Context: an optimization exercise on an open-source flow, tuned for small area, a short achievable clock period and few clock cycles per item. The choices shown serve that exercise and are no tape-out recipe.
At most, simulation tests tie the RTL to the original design; equivalence was not proved.
For run 1, only the layout was checked, not whether the RTL still works.

$ cat design/flow/design.v
module fp32_mul (
    input  wire        clk,
    input  wire        en,
    input  wire [31:0] a,
    input  wire [31:0] b,
    output reg  [31:0] y
);
    wire        sy = a[31] ^ b[31];
    wire [7:0]  ea = a[30:23];
    wire [7:0]  eb = b[30:23];
    wire [22:0] fa = a[22:0];
    wire [22:0] fb = b[22:0];
    wire a_ez = (ea == 8'h00);
    wire b_ez = (eb == 8'h00);
    wire a_em = (ea == 8'hFF);
    wire b_em = (eb == 8'hFF);
    wire a_fz = (fa == 23'd0);
    wire b_fz = (fb == 23'd0);
    wire a_nan  = a_em & ~a_fz;
    wire b_nan  = b_em & ~b_fz;
    wire a_inf  = a_em & a_fz;
    wire b_inf  = b_em & b_fz;
    wire a_zero = a_ez & a_fz;
    wire b_zero = b_ez & b_fz;
    wire [23:0] ma = {~a_ez, fa};
    wire [23:0] mb = {~b_ez, fb};
    function [4:0] lzc24(input [23:0] m);
        integer i;
        begin
            lzc24 = 5'd24;
            for (i = 0; i < 24; i = i + 1)
                if (m[i]) lzc24 = 5'd23 - i[4:0];
        end
    endfunction
    function [4:0] tzc24(input [23:0] m);
        integer i;
        begin
            tzc24 = 5'd24;
            for (i = 23; i >= 0; i = i - 1)
                if (m[i]) tzc24 = i[4:0];
        end
    endfunction
    wire [5:0] lzs = lzc24(ma) + lzc24(mb);
    wire [5:0] tzs = tzc24(ma) + tzc24(mb);
    wire [47:0] p;
    mul24 u_m (.a(ma), .b(mb), .p(p));
    wire signed [10:0] E0 = $signed({3'b0, ea}) + $signed({10'b0, a_ez})
                          + $signed({3'b0, eb}) + $signed({10'b0, b_ez})
                          - $signed({5'b0, lzs}) - 11'sd127;
    wire        e_pos  = ~E0[10] & (E0 != 0);
    wire        e_zero = (E0 == 0);
    wire        e_gt   = ~E0[10] & (E0 > 11'sd254);
    wire        e_eq   = (E0 == 11'sd254);
    wire [10:0] nE0 = -E0;
    wire [6:0]  rs  = (E0[10] & (nE0 > 11'd48)) ? 7'd48 : (E0[10] ? nE0[6:0] : 7'd0);
    wire [7:0]  shw = 8'd24 + {1'b0, rs} - {2'b0, lzs};
    wire [6:0]  sh  = shw[7] ? 7'd0 : shw[6:0];
    wire [7:0]  tzw = {2'b0, tzs};
    wire        st23 = (tzw + 8'd1) < {1'b0, sh};
    wire        st22 = (tzw + 8'd2) < {1'b0, sh};
    wire [1:0]  cls = (a_nan | b_nan | (a_inf & b_zero) | (b_inf & a_zero)) ? 2'd1 :
                      (a_inf | b_inf) ? 2'd2 :
                      (a_zero | b_zero | (a_ez & b_ez)) ? 2'd3 : 2'd0;
    reg [47:0] p_r;
    reg        sy_r, e_pos_r, e_zero_r, e_gt_r, e_eq_r, st23_r, st22_r;
    reg [6:0]  sh_r;
    reg [7:0]  e_r;
    reg [1:0]  cls_r;
    always @(posedge clk) if (en) begin
        p_r <= p; sy_r <= sy; e_pos_r <= e_pos; e_zero_r <= e_zero;
        e_gt_r <= e_gt; e_eq_r <= e_eq; st23_r <= st23; st22_r <= st22;
        sh_r <= sh; e_r <= E0[7:0]; cls_r <= cls;
    end
    wire [71:0] tw = {p_r, 24'd0} >> sh_r;
    wire [25:0] t  = tw[47:22];               
    wire        t47 = t[25];
    wire        normal = e_pos_r | (e_zero_r & t47);
    wire        lsh = normal & ~t47;         
    wire [24:0] m   = lsh ? t[24:0] : t[25:1];    
    wire [7:0]  ef  = normal ? (e_r + {7'd0, t47}) : 8'd0;
    wire        ovf = normal & (e_gt_r | (e_eq_r & t47));
    wire        guard = m[0];
    wire        stk   = lsh ? st22_r : st23_r;
    wire        rup   = guard & (stk | m[1]);
    wire [30:0] mag   = {ef, m[23:1]} + {30'd0, rup};
    always @* begin
        case (cls_r)
            2'd1: y = 32'h7FC00000;
            2'd2: y = {sy_r, 8'hFF, 23'd0};
            2'd3: y = {sy_r, 31'd0};
            default: y = ovf ? {sy_r, 8'hFF, 23'd0} : {sy_r, mag};
        endcase
    end
endmodule
module mul24 (
    input  wire [23:0] a,
    input  wire [23:0] b,
    output wire [47:0] p
);
    wire [26:0] bx = {2'b00, b, 1'b0};
    reg  [47:0] rows [0:12];
    reg  [11:0] neg;
    integer j;
    reg one, two;
    reg [24:0] mg;
    always @* begin
        for (j = 0; j < 12; j = j + 1) begin
            one = bx[2*j+1] ^ bx[2*j];
            two = (bx[2*j+2] & ~bx[2*j+1] & ~bx[2*j]) | (~bx[2*j+2] & bx[2*j+1] & bx[2*j]);
            neg[j] = bx[2*j+2];
            mg = ({25{one}} & {1'b0, a}) | ({25{two}} & {a, 1'b0});
            rows[j] = {22'd0, ~neg[j], mg ^ {25{neg[j]}}} << (2*j);
        end
        rows[12] = {24'd0, a & {24{bx[24]}}} << 24;
    end
    localparam [47:0] K = -(48'h2000000 * 48'h555555);
    wire [47:0] negs = {25'd0, neg[11], 1'b0, neg[10], 1'b0, neg[9], 1'b0, neg[8], 1'b0,
                        neg[7], 1'b0, neg[6], 1'b0, neg[5], 1'b0, neg[4], 1'b0, neg[3], 1'b0,
                        neg[2], 1'b0, neg[1], 1'b0, neg[0]};
    assign p = rows[0] + rows[1] + rows[2] + rows[3] + rows[4] + rows[5] + rows[6]
             + rows[7] + rows[8] + rows[9] + rows[10] + rows[11] + rows[12] + negs + K;
endmodule
module fp32_add (
    input  wire        clk,
    input  wire        en,
    input  wire [31:0] a,
    input  wire [31:0] b,
    output reg  [31:0] y
);
    wire a_em = (a[30:23] == 8'hFF);
    wire b_em = (b[30:23] == 8'hFF);
    wire a_nan = a_em & (a[22:0] != 0);
    wire b_nan = b_em & (b[22:0] != 0);
    wire a_inf = a_em & (a[22:0] == 0);
    wire b_inf = b_em & (b[22:0] == 0);
    wire        swap = b[30:0] > a[30:0];
    wire [31:0] x    = swap ? b : a;
    wire [31:0] z    = swap ? a : b;
    wire        sx = x[31];
    wire        sub = x[31] ^ z[31];
    wire [7:0]  ex = x[30:23];
    wire [7:0]  ez = z[30:23];
    wire        xn = (ex != 0);
    wire        zn = (ez != 0);
    wire [7:0]  xx = {ex[7:1], ex[0] | ~xn};
    wire [23:0] mx = {xn, x[22:0]};
    wire [23:0] mz = {zn, z[22:0]};
    wire [7:0]  d  = ex - ez - {7'd0, zn ^ xn};
    function [4:0] tzc24(input [23:0] m);
        integer i;
        begin
            tzc24 = 5'd24;
            for (i = 23; i >= 0; i = i - 1)
                if (m[i]) tzc24 = i[4:0];
        end
    endfunction
    wire [4:0]  ds  = (d > 8'd26) ? 5'd27 : d[4:0];
    wire [26:0] mzs = {mz, 3'b000} >> ds;
    wire        st  = (d > 8'd26) ? (mz != 0) : ({1'b0, tzc24(mz)} + 6'd3 < {1'b0, ds});
    wire [26:0] mza = {mzs[26:1], mzs[0] | st};
    wire [27:0] s = sub ? ({1'b0, mx, 3'b000} - {1'b0, mza})
                        : ({1'b0, mx, 3'b000} + {1'b0, mza});
    wire [1:0]  cls = (a_nan | b_nan | (a_inf & b_inf & (a[31] != b[31]))) ? 2'd1 :
                      (a_inf | b_inf) ? 2'd2 : 2'd0;
    wire        si  = a_inf ? a[31] : b[31];
    reg [27:0] s_r;
    reg [7:0]  xx_r;
    reg        sx_r, sub_r, si_r;
    reg [1:0]  cls_r;
    always @(posedge clk) if (en) begin
        s_r <= s; xx_r <= xx; sx_r <= sx; sub_r <= sub; si_r <= si; cls_r <= cls;
    end
    function [4:0] lzc27(input [26:0] v);
        integer i;
        begin
            lzc27 = 5'd27;
            for (i = 0; i < 27; i = i + 1)
                if (v[i]) lzc27 = 5'd26 - i[4:0];
        end
    endfunction
    wire [4:0]  lz  = lzc27(s_r[26:0]);
    wire [7:0]  xm1 = xx_r - 8'd1;
    wire [4:0]  ls  = ({3'b0, lz} <= xm1) ? lz : xm1[4:0];
    wire [26:0] sl  = s_r[26:0] << ls;
    wire [26:0] sn  = s_r[27] ? {s_r[27:2], s_r[1] | s_r[0]} : sl;
    wire [8:0]  en_ = s_r[27] ? ({1'b0, xx_r} + 9'd1) : ({1'b0, xx_r} - {4'd0, ls});
    wire [7:0]  ef  = sn[26] ? en_[7:0] : 8'd0;
    wire        guard = sn[2];
    wire        stk   = sn[1] | sn[0];
    wire        rup   = guard & (stk | sn[3]);
    wire [30:0] mag   = {ef, sn[25:3]} + {30'd0, rup};
    always @* begin
        if (cls_r == 2'd1)
            y = 32'h7FC00000;
        else if (cls_r == 2'd2)
            y = {si_r, 8'hFF, 23'd0};
        else if (s_r == 28'd0)
            y = {sub_r ? 1'b0 : sx_r, 31'd0};
        else if (en_ >= 9'd255)
            y = {sx_r, 8'hFF, 23'd0};
        else
            y = {sx_r, mag};
    end
endmodule
module therm_lane (
    input  wire         clk,
    input  wire         rst,
    input  wire         in_valid,
    output wire         in_ready,
    input  wire [127:0] in_a,       
    input  wire [127:0] in_c,       
    input  wire [127:0] in_theta,   
    input  wire [31:0]  in_p,       
    input  wire [31:0]  in_tref,    
    output wire         out_valid,
    input  wire         out_ready,
    output wire [127:0] out_theta,  
    output wire [31:0]  out_tj      
);
    reg  ov_r;        
    reg  ov_first;    
    wire hold   = ov_r & ~ov_first;
    reg  [2:0] cnt;   
    wire run    = ~(hold & (~out_ready | (cnt == 3'd7)));
    reg  [1:0] since7;    
    wire       issue = run & ((cnt != 3'd0) | (in_valid & (since7 != 2'd1)));
    wire [1:0] ik = cnt[2:1];
    reg  [31:0] op_x, op_y;    
    reg  [31:0] tref_r;
    reg         vm, v1;        
    reg  [2:0]  sm, s1;        
    always @(posedge clk) begin
        if (rst) begin
            cnt <= 3'd0;
            since7 <= 2'd2;
            vm  <= 1'b0;
            v1  <= 1'b0;
        end else if (run) begin
            vm <= issue;
            v1 <= vm;
            if (issue) cnt <= cnt + 3'd1;
            if (issue & (cnt == 3'd7))
                since7 <= 2'd0;
            else if (since7 != 2'd2)
                since7 <= since7 + 2'd1;
        end
        if (run) begin
            sm <= cnt;
            s1 <= sm;
        end
        if (issue) begin
            op_x <= cnt[0] ? in_c[32*ik +: 32] : in_a[32*ik +: 32];
            op_y <= cnt[0] ? in_p              : in_theta[32*ik +: 32];
            if (cnt == 3'd0) tref_r <= in_tref;
        end
    end
    assign in_ready = (cnt == 3'd7) & ~hold;
    wire [31:0] mul_r;
    fp32_mul u_mul (.clk(clk), .en(run), .a(op_x), .b(op_y), .y(mul_r));
    reg  [31:0] p1;            
    always @(posedge clk)
        if (run & v1)
            p1 <= mul_r;
    wire        th_next = v1 & s1[0];    
    reg         r_th;                    
    wire        tj_next = r_th;
    reg  [1:0]  r_k;
    reg         op_th, op_tj, a2_th, a2_tj;
    reg  [1:0]  op_k, a2_k;
    reg  [31:0] ax, ay, r, th_hold;
    reg  [127:0] oth;
    reg  [31:0]  otj;
    wire [31:0] add_r;
    fp32_add u_add (.clk(clk), .en(run), .a(ax), .b(ay), .y(add_r));
    wire complete = run & a2_tj & (a2_k == 2'd3);
    always @(posedge clk) begin
        if (rst) begin
            op_th <= 1'b0;
            op_tj <= 1'b0;
            a2_th <= 1'b0;
            a2_tj <= 1'b0;
            r_th  <= 1'b0;
            ov_r  <= 1'b0;
            ov_first <= 1'b0;
        end else begin
            if (run) begin
                op_th <= th_next;
                op_tj <= tj_next;
                a2_th <= op_th;
                a2_tj <= op_tj;
                r_th  <= a2_th;
            end
            ov_r     <= complete | (ov_r & ~out_ready);
            ov_first <= complete;
        end
        if (run) begin
            op_k <= th_next ? s1[2:1] : r_k;
            a2_k <= op_k;
            r_k  <= a2_k;
            r    <= add_r;
            if (th_next) begin
                ax <= p1;
                ay <= mul_r;
            end else if (tj_next) begin
                ax <= (r_k == 2'd0) ? tref_r : add_r;
                ay <= r;
            end
            if (r_th) th_hold <= r;
            if (a2_tj) begin
                otj <= add_r;
                oth[32*a2_k +: 32] <= th_hold;
            end
        end
    end
    assign out_valid = ov_r;
    assign out_theta = oth;
    assign out_tj    = otj;
endmodule
$ cat design/flow/standard.sh
#!/bin/bash
# synth_recipe.tcl (not shown) runs the flow's synth.tcl, then flattens the netlist and writes it again
# the make line also repeats each setting of config.mk as NAME=value (left out here)
make -C /OpenROAD-flow-scripts/flow DESIGN_CONFIG=/design/flow/config.mk WORK_HOME=/design/flow/orfs CLKGATE_MAP_FILE= SYNTH_SCRIPT=/design/flow/synth_recipe.tcl "${@:-finish}"
$ cat design/flow/flow/run.sh
#!/bin/bash
# The standard layout, with timing repair aiming for a setup slack of
# MARGIN ns at the design's clock period, and the smallest buffer on the ports.
set -euo pipefail
MARGIN=10
bash standard.sh SETUP_SLACK_MARGIN=$MARGIN \
    "BUFFER_PORTS_ARGS=-buffer_cell sky130_fd_sc_hd__buf_1" finish > standard.log 2>&1
$ cat design/flow/constraint.sdc
create_clock -name core_clock -period 18.0 [get_ports {clk}]
set_input_delay 3.6000 -clock core_clock [delete_from_list [all_inputs] [get_ports {clk}]]
set_output_delay 3.6000 -clock core_clock [all_outputs]
set_load 0.01 [all_outputs]
$ cat design/flow/config.mk
export PLATFORM = sky130hd
export DESIGN_NAME = therm_lane
export DESIGN_NICKNAME = therm_lane
export VERILOG_FILES = /design/flow/design.v
export SDC_FILE = /design/flow/constraint.sdc
export NUM_CORES = 4
export LEC_CHECK = 0
export ABC_AREA = 1
export CAP_MARGIN = 20
export CORE_MARGIN = 2
export CORE_UTILIZATION = 40
export PLACE_DENSITY = 0.6
export SLEW_MARGIN = 20
==> results of run 1 <==
## worst reg2reg max path, delay by kind of cell, from the launching register on
| kind | cells | cell delay, ps |
|---|---|---|
| adders and majority gates | 7 | 3150 |
| and+or+nand+nor | 28 | 2270 |
| buffers and inverters | 15 | 1610 |
| AOI/OAI and AO/OA | 8 | 920 |
| xor gates and xnor gates | 3 | 420 |
| DFF | 1 | 370 |
## per-stage QoR
step	worst slack, ps	instance area, sq um	instances	hold slack (ps)
finish	8990	66600	9904	410
global route	8570	66500	9901	422
CTS	9170	64200	9783	413
detailed placement	6840	59300	9486	406
global placement	6940	59300	9486	403
floorplan	8240	55600	7363	400
## final cells by class
| cell class | instances | area (sq um) |
|---|---|---|
| Inverter | 938 | 3620 |
| Timing Repair Buffer | 993 | 5670 |
| Clock buffer | 80 | 1740 |
| Clock inverter | 42 | 484 |
| Tap cell | 1794 | 2240 |
| Fill cell | 13517 | 71100 |
| Sequential cell | 555 | 16500 |
| Timing Repair inverter | 4 | 25.0 |
| Multi-Input combinational cell | 5486 | 36200 |
| Antenna cell | 12 | 30.0 |
## registers in the layout (all words and copies together), names as in the netlist, 3 cells and up
register	cells
op_x	32
oth	128
ax	32
s1	3
p1	32
ay	32
r	32
u_mul.p_r	48
u_add.s_r	28
u_mul.sh_r	7
tref_r	32
sm	3
cnt	3
otj	32
th_hold	32
op_y	32
u_mul.e_r	8
u_add.xx_r	8
## repair_timing
action | CTS | global route
setup endpoints to repair | 71 | 149
endpoints found under the hold margin | 0 | 0
hold buffers | 0 | 0
gates cloned | 17 | 5
pin swaps | 138 | 224
setup buffers | 158 | 104
resized for setup | 317 | 326
## cells by family (layout without fill, tap and decap cells)
logic type,count (synthesis),after routing,share of synthesized area [%]
buf+inv,1332,2057,9.34
xor+xnor,434,434,6.84
fa+ha+maj,591,591,16.6
flops,555,555,29.8
mux,18,18,0.324
compound gates,1567,1567,16.0
other cells,1,13,0.00675
simple gates,2865,2875,21.1
## path summary, 6_finish.rpt
kind,endpoint,cells past startpoint
max,u_mul.p_r[40]$_DFFE_PN_,61
min,s1[1]$_DFFE_PN_,0
max reg2reg,u_mul.p_r[40]$_DFFE_PN_,61
min reg2reg,s1[1]$_DFFE_PN_,0
## routing by layer
| layer | track usage [%] | wire, um | up-vias |
|---|---|---|---|
| met5 | 0 | 11 | - |
| met4 | 13.6 | 11600 | 2 |
| met3 | 3.76 | 14100 | 516 |
| met2 | 50.6 | 107000 | 2485 |
| met1 | 34.6 | 82000 | 26392 |
| li1 | - | - | 26020 |
## cell usage in the layout, fill, tap and decap left out, types with 28 or more instances in the layout
cell,count
o22ai_1,410
nand3_2,34
buf_4,290
nand4_1,44
clkinv_1,39
inv_2,57
o211ai_1,33
xnor2_1,36
a31oi_1,93
clkbuf_16,69
a21oi_2,42
fa_1,229
ha_1,295
buf_1,613
nor2_2,28
inv_1,830
o21ai_1,104
nand2_2,53
nand2_1,1365
buf_6,69
nand3_1,386
a21oi_1,260
o21ai_2,41
nor2_1,842
edfxtp_1,541
xor2_1,371
o21ai_0,471
ha_4,46
==> results.txt, run 1 <==
status=complete, no violations; final setup vio count=0; buffers and inverters on the worst path=15; max_slew headroom=26.9%; maximum clock path buffer count=3; largest net degree at the start of global routing=~160; sequential area share after synthesis=~30%; count of different cell masters after synthesis=between 70 and 80; Post-Syn Instances=7363; vias in the first global route=around 53000; Final Wtd Congestion=0.963; FF-to-FF Start=op_y[2]$_DFFE_PP_; most common cell in the synthesized netlist=nand2_1; grt ovf=0; 1st-iter DRT viols=around 5000; wire per inst=21.7 um; peak per-stage delay on the critical path=roughly 560 ps; htree depth=3; initial antenna violation count=14; Util after Layout=between 40 and 50%; final hold vios=0; # Max-Cap Violations=0; Worst Path Max Fanout=5; first-pass GRT wire length=316 mm; Die H=around 380 um; clock root buffer=clkbuf_16; Initial DRT Pass Iterations=8; core area=138000 sq um; row cnt=~140; drt drc=0; IO Pins=614; R2R setup slack=approximately 9000 ps; Mapped Area=approximately 56000 sq um; Syn-to-layout area delta=19.8%; Crit path max-delay family=adder cells; CTS tree=built; Clock transition at path regs=around 60 ps; Die Width=377 um; DRT Wirelength=215 mm; Overall Global Routing Usage=between 20 and 30%; Post-synth EDFFs=541; dominant synthesized flop cell=edfxtp_1; Hold Path Origin=sm[1]$_DFFE_PN_; vias=approximately 55000; actual slew at the worst max-slew pin=1090 ps; Mapped Avg Cell Area=7.54 sq um; crit path DAT=~9400 ps; critical path type=register to register; cell mode on critical path=nand2_2; total clock sinks=roughly 560; Post-DP HPWL=approximately 160 mm; Hold Path Class=register to register; syn_nets=roughly 8400; clock skew=between 20 and 30 ps; die area=142000 sq um; CP max stage cell=fa_1; register bit total from synthesis=approximately 560; max-slew violations=0; Initial Utilization=40.3%; routed vias/inst=approximately 5.6; fin nets=a little over 9000; top cell type by total area after synthesis=edfxtp_1; Worst setup EP type=register; Buffers on Ports=a little over 600; beginning of the critical path=op_y[2]$_DFFE_PP_; layout cell share with drive strength beyond 1=12.0%; main area contributors after synthesis=edfxtp_1 (29%), nand2_1 (9.6%), fa_1 (8.8%); CP required=~18000 ps; Period Utilization, post-route=50.1%; Final ANT Viol Nets=0; share of the synthesized area in the top cell type=roughly 30%; fmax=approximately 110 MHz; total of warnings raised by yosys=5; minimum clock period=9010 ps; crit start category=register; TritonCTS Buffers=67; async set-or-reset flop fraction in the synthesized netlist=0%; RSZ-0062 raised after global routing=yes; Clk Latency, worst-skew pair=670 ps; Fin Setup TNS=0 ps; top post-synthesis cells by count=nand2_1 (1420), inv_1 (882), nor2_1 (873), o21ai_0 (546), edfxtp_1 (541)
==> run 2: changes to the inputs <==
--- a/design/flow/design.v
+++ b/design/flow/design.v
@@ -228,6 +228,6 @@
     reg  [31:0] op_x, op_y;    
     reg  [31:0] tref_r;
-    reg         vm, v1;        
-    reg  [2:0]  sm, s1;        
+    reg         vm, v1, vp;    
+    reg  [2:0]  sm, s1, sp;    
     always @(posedge clk) begin
         if (rst) begin
@@ -236,7 +236,9 @@
             vm  <= 1'b0;
             v1  <= 1'b0;
+            vp  <= 1'b0;
         end else if (run) begin
             vm <= issue;
             v1 <= vm;
+            vp <= v1;
             if (issue) cnt <= cnt + 3'd1;
             if (issue & (cnt == 3'd7))
@@ -248,4 +250,5 @@
             sm <= cnt;
             s1 <= sm;
+            sp <= s1;
         end
         if (issue) begin
@@ -258,36 +261,37 @@
     wire [31:0] mul_r;
     fp32_mul u_mul (.clk(clk), .en(run), .a(op_x), .b(op_y), .y(mul_r));
-    reg  [31:0] p1;            
+    reg  [31:0] p1, p2;
     always @(posedge clk)
-        if (run & v1)
+        if (run & v1) begin
             p1 <= mul_r;
-    wire        th_next = v1 & s1[0];    
-    reg         r_th;                    
-    wire        tj_next = r_th;
-    reg  [1:0]  r_k;
-    reg         op_th, op_tj, a2_th, a2_tj;
-    reg  [1:0]  op_k, a2_k;
-    reg  [31:0] ax, ay, r, th_hold;
+            p2 <= p1;
+        end
+    wire        do_th = vp & sp[0];
+    reg         do_tj;
+    reg  [1:0]  kj;
+    reg         a2_th, a2_tj, r_th;
+    reg  [1:0]  a2_k, r_k;
+    reg  [31:0] r, th_hold;
     reg  [127:0] oth;
     reg  [31:0]  otj;
+    wire [31:0] add_x = do_th ? p2 : ((kj == 2'd0) ? tref_r : r);
+    wire [31:0] add_y = do_th ? p1 : th_hold;
     wire [31:0] add_r;
-    fp32_add u_add (.clk(clk), .en(run), .a(ax), .b(ay), .y(add_r));
+    fp32_add u_add (.clk(clk), .en(run), .a(add_x), .b(add_y), .y(add_r));
     wire complete = run & a2_tj & (a2_k == 2'd3);
     always @(posedge clk) begin
         if (rst) begin
-            op_th <= 1'b0;
-            op_tj <= 1'b0;
             a2_th <= 1'b0;
             a2_tj <= 1'b0;
             r_th  <= 1'b0;
+            do_tj <= 1'b0;
             ov_r  <= 1'b0;
             ov_first <= 1'b0;
         end else begin
             if (run) begin
-                op_th <= th_next;
-                op_tj <= tj_next;
-                a2_th <= op_th;
-                a2_tj <= op_tj;
+                a2_th <= do_th;
+                a2_tj <= do_tj;
                 r_th  <= a2_th;
+                do_tj <= r_th;
             end
             ov_r     <= complete | (ov_r & ~out_ready);
@@ -295,15 +299,8 @@
         end
         if (run) begin
-            op_k <= th_next ? s1[2:1] : r_k;
-            a2_k <= op_k;
+            a2_k <= do_th ? sp[2:1] : kj;
             r_k  <= a2_k;
+            kj   <= r_k;
             r    <= add_r;
-            if (th_next) begin
-                ax <= p1;
-                ay <= mul_r;
-            end else if (tj_next) begin
-                ax <= (r_k == 2'd0) ? tref_r : add_r;
-                ay <= r;
-            end
             if (r_th) th_hold <= r;
             if (a2_tj) begin
==> design/flow/run.sh (new file) <==
#!/bin/bash
# synth_recipe.tcl (not shown) runs the flow's synth.tcl, then flattens the netlist and writes it again
# the make line also repeats each setting of config.mk as NAME=value (left out here)
make -C /OpenROAD-flow-scripts/flow DESIGN_CONFIG=/design/flow/config.mk WORK_HOME=/design/flow/orfs CLKGATE_MAP_FILE= SYNTH_SCRIPT=/design/flow/synth_recipe.tcl finish
removed: design/flow/flow/run.sh
removed: design/flow/standard.sh
==> run 2 against run 1 <==
  * Critical path depth fell by 2
  * Synthesized area fell by 2.3%
  * Die area fell by 2.3%
  * Final area fell by 3.9%
  * Register-to-register slack got worse by 3800 ps
  * Via count fell by 6.9%
  * Clock-buffer cell count fell by 4
==> results.txt, run 2 <==
status=complete, no violations; most frequent cells in the layout=nand2_1 (1293), inv_1 (876), nor2_1 (813); vias=51573 (-6.9%); commonest non-fill, non-tap cell in the layout=nand2_1; wire per inst=22.3 um (+3.1%); dominant synthesized flop cell=edfxtp_1; Die Width=372 um (-1.1%); Post-CTS Setup Bufs=0 (-100%); htree depth=2 (-1); fillcell total=13495 (-0.16%); Final Wtd Congestion=1.03 (+6.6%); Final ANT Viol Nets=0 (unchanged); buffers and inverters on the worst path=8 (-7); register bit total from synthesis=526 (-5.2%); CP required=18410 ps (about the same); fin nets=8633 (-5.0%); top post-synthesis cells by count=nand2_1 (1295), inv_1 (880), nor2_1 (816), o21ai_0 (592), edfxtp_1 (512); Syn-to-layout area delta=17.9%; maximum clock path buffer count=3 (unchanged); 1st-iter DRT viols=4651 (-9.5%); CP max stage cell=buf_4; main area contributors after synthesis=edfxtp_1 (28%), fa_1 (9.0%), nand2_1 (9.0%); routed vias/inst=5.47 (-2.2%); Clock transition at path regs=60 ps (about the same); critical path type=register to register; Buffers on Ports=613 (unchanged); hold buffers post-CTS=0 (unchanged); total of warnings raised by yosys=5 (unchanged); most common cell in the synthesized netlist=nand2_1; syn_nets=8223 (-2.2%); top cell type by total area after synthesis=edfxtp_1; max_slew headroom=25.6% (-1.3 points); Post-synth EDFFs=512 (-5.4%); number of flip-flops in the largest register=128 (unchanged); area occupied by multi-input gates=33500 sq um (-7.6%); Worst Path Max Fanout=92 (+87); # Max-Cap Violations=0 (unchanged); Initial Utilization=40.2% (-0.18 points); Post-Syn Instances=7180 (-2.5%); core area=135000 sq um (-1.8%); Hold Path Class=register to register; clock root buffer=clkbuf_16; share of the synthesized area in the top cell type=28.3% (-0.92 points); largest reg by FF count=oth; peak per-stage delay on the critical path=680 ps (+120 ps); drt drc=0 (unchanged); sequential area share after synthesis=28.8% (-0.91 points); crit start category=register; RSZ-0062 raised after global routing=no; Largest regs=oth (128), u_mul.p_r (48); final hold vios=0 (unchanged); vias in the first global route=50308 (-5.1%); Worst setup EP type=register; final worst slack=5200 ps (-3790 ps); count of different cell masters after synthesis=70 (-1.4%); FF+latch area=15700 sq um (-5.3%); clock skew=74.8 ps (+46.2 ps); grt ovf=0 (unchanged); final setup vio count=0 (unchanged); Clk Latency, worst-skew pair=720 ps (+50 ps); initial antenna violation count=5 (-9); Post-DP HPWL=165 mm (+3.6%); Place WS=5350 ps (-1490 ps); Die H=372 um (-1.1%); cell mode on critical path=nand2_1; Overall Global Routing Usage=29.6% (+0.90 points); Initial DRT Pass Iterations=6 (-2); async set-or-reset flop fraction in the synthesized netlist=0% (unchanged); fmax=78.1 MHz (-30%); TritonCTS Buffers=60 (-10%); largest net degree at the start of global routing=143 (-10%); first-pass GRT wire length=313 mm (-0.96%); minimum clock period=12800 ps (+3790 ps); total clock sinks=526 (-5.2%); Mapped Area=54300 sq um (-2.3%); actual slew at the worst max-slew pin=1100 ps (+11.1 ps); CTS tree=built; layout cell share with drive strength beyond 1=5.05% (-7.0 points); Crit path max-delay family=simple AND/OR/NAND/NOR gates; crit path DAT=13210 ps (+3790 ps); IO Pins=614 (unchanged); DRT Wirelength=211 mm (-1.9%); Mapped Avg Cell Area=7.56 sq um (+0.21%); Fin Setup TNS=0 ps (unchanged); Resize count post-CTS=0 (-100%); Period Utilization, post-route=71.1% (+21 points); Hold Slack=417 ps (+7.06 ps); max-slew violations=0 (unchanged); die area=139000 sq um (-2.3%); row cnt=135 (-0.74%)
## run 2: changes by cell type in the layout (fill, tap and decap cells not counted), moves of 72 or more
cell             before   now
nand2_1            1365  1293
clkdlybuf4s50_1       0   613
nand3_1             386   280
buf_4               290   122
buf_1               613     0
o21ai_0             471   588
## run 2: final timing paths
path / startpoint / endpoint / slack [ps] / depth (start not counted)
setup / recovery: sp[0]$_DFFE_PN_ / u_add.s_r[25]$_DFFE_PN_ / 5200 / 59
hold / removal: sm[2]$_DFFE_PN_ / s1[2]$_DFFE_PN_ / 420 / 0
hold reg to reg: sm[2]$_DFFE_PN_ / s1[2]$_DFFE_PN_ / 420 / 0
setup reg to reg: sp[0]$_DFFE_PN_ / u_add.s_r[25]$_DFFE_PN_ / 5200 / 59
## run 2: cell families after synthesis
kind of cell	Yosys count	synth area share, %
flip-flops	526	28.8
other	1	0.00691
AO/OA/AOI/OAI	1672	17.4
buffers and inverters	1330	9.56
XOR/XNOR	429	6.94
AND/OR/NAND/NOR	2611	19.9
multiplexers	20	0.369
adder cells (fa/ha/maj)	591	17.0
## run 2: layout make-up
type                    instances  area share, %
multi-input cells            5324           52.3
inverters                     942           5.56
flip-flops and latches        526           24.5
repair buffers                736           11.1
clock buffers                  76           2.47
clock inverters                35          0.653
well taps                    1781           3.48
diodes                          3         0.0117
## run 2: routing by layer
| metal | GRT usage (%) | up-vias | share of wire, % |
|---|---|---|---|
| li1 | - | 24823 | - |
| met1 | 36.1 | 24351 | 40 |
| met2 | 51.9 | 2026 | 49 |
| met3 | 4.19 | 369 | 6.4 |
| met4 | 13.0 | 4 | 4.9 |
| met5 | 0 | - | 0.011 |
## run 2: metrics by stage
| stage | cells | utilization [%] | instance area, sq um |
|---|---|---|---|
| 4_1_cts | 9420 | 47.3 | 64000 |
| 3_5_place_dp | 9309 | 45.9 | 62000 |
| 3_3_place_gp | 9309 | 45.9 | 62000 |
| 5_1_grt | 9423 | 47.3 | 64000 |
| 2_1_floorplan | 7180 | - | 54300 |
| 6_report | 9423 | 47.3 | 64000 |
Testbench counts of run 2, summed over its fixed seeds: cycles 64,064, items 8,000.

==> static timing again, ports no longer ideal <==
No port has a modelled driver above. Below, the same layouts with a new extraction and two added sets of constraints.
Step 1, drivers: a clkbuf_16 drives clk and a buf_2 each remaining input, both assumed.
Step 2 times the ports against the registers' clock, not the clock port: input delays grow and output delays shrink by t, the midpoint of the rising clock arrivals with the driver on.
Slacks: no drivers / after step 1 / after step 2; pairs: no drivers / after step 1.
| run | t (ns) | setup WS [ns] | hold slack, ns | worst setup path after step 2 | clock arrival spread, ns |
|---|---|---|---|---|---|
| run 1 | 0.738 | 8.989 / 8.989 / 8.989 | 0.410 / 0.410 / 0.410 | register to register | 0.030 / 0.031 |
| run 2 | 0.766 | 5.200 / 5.200 / 5.200 | 0.417 / 0.417 / 0.417 | register to register | 0.076 / 0.076 |
After both steps setup and hold are still met in every run listed.
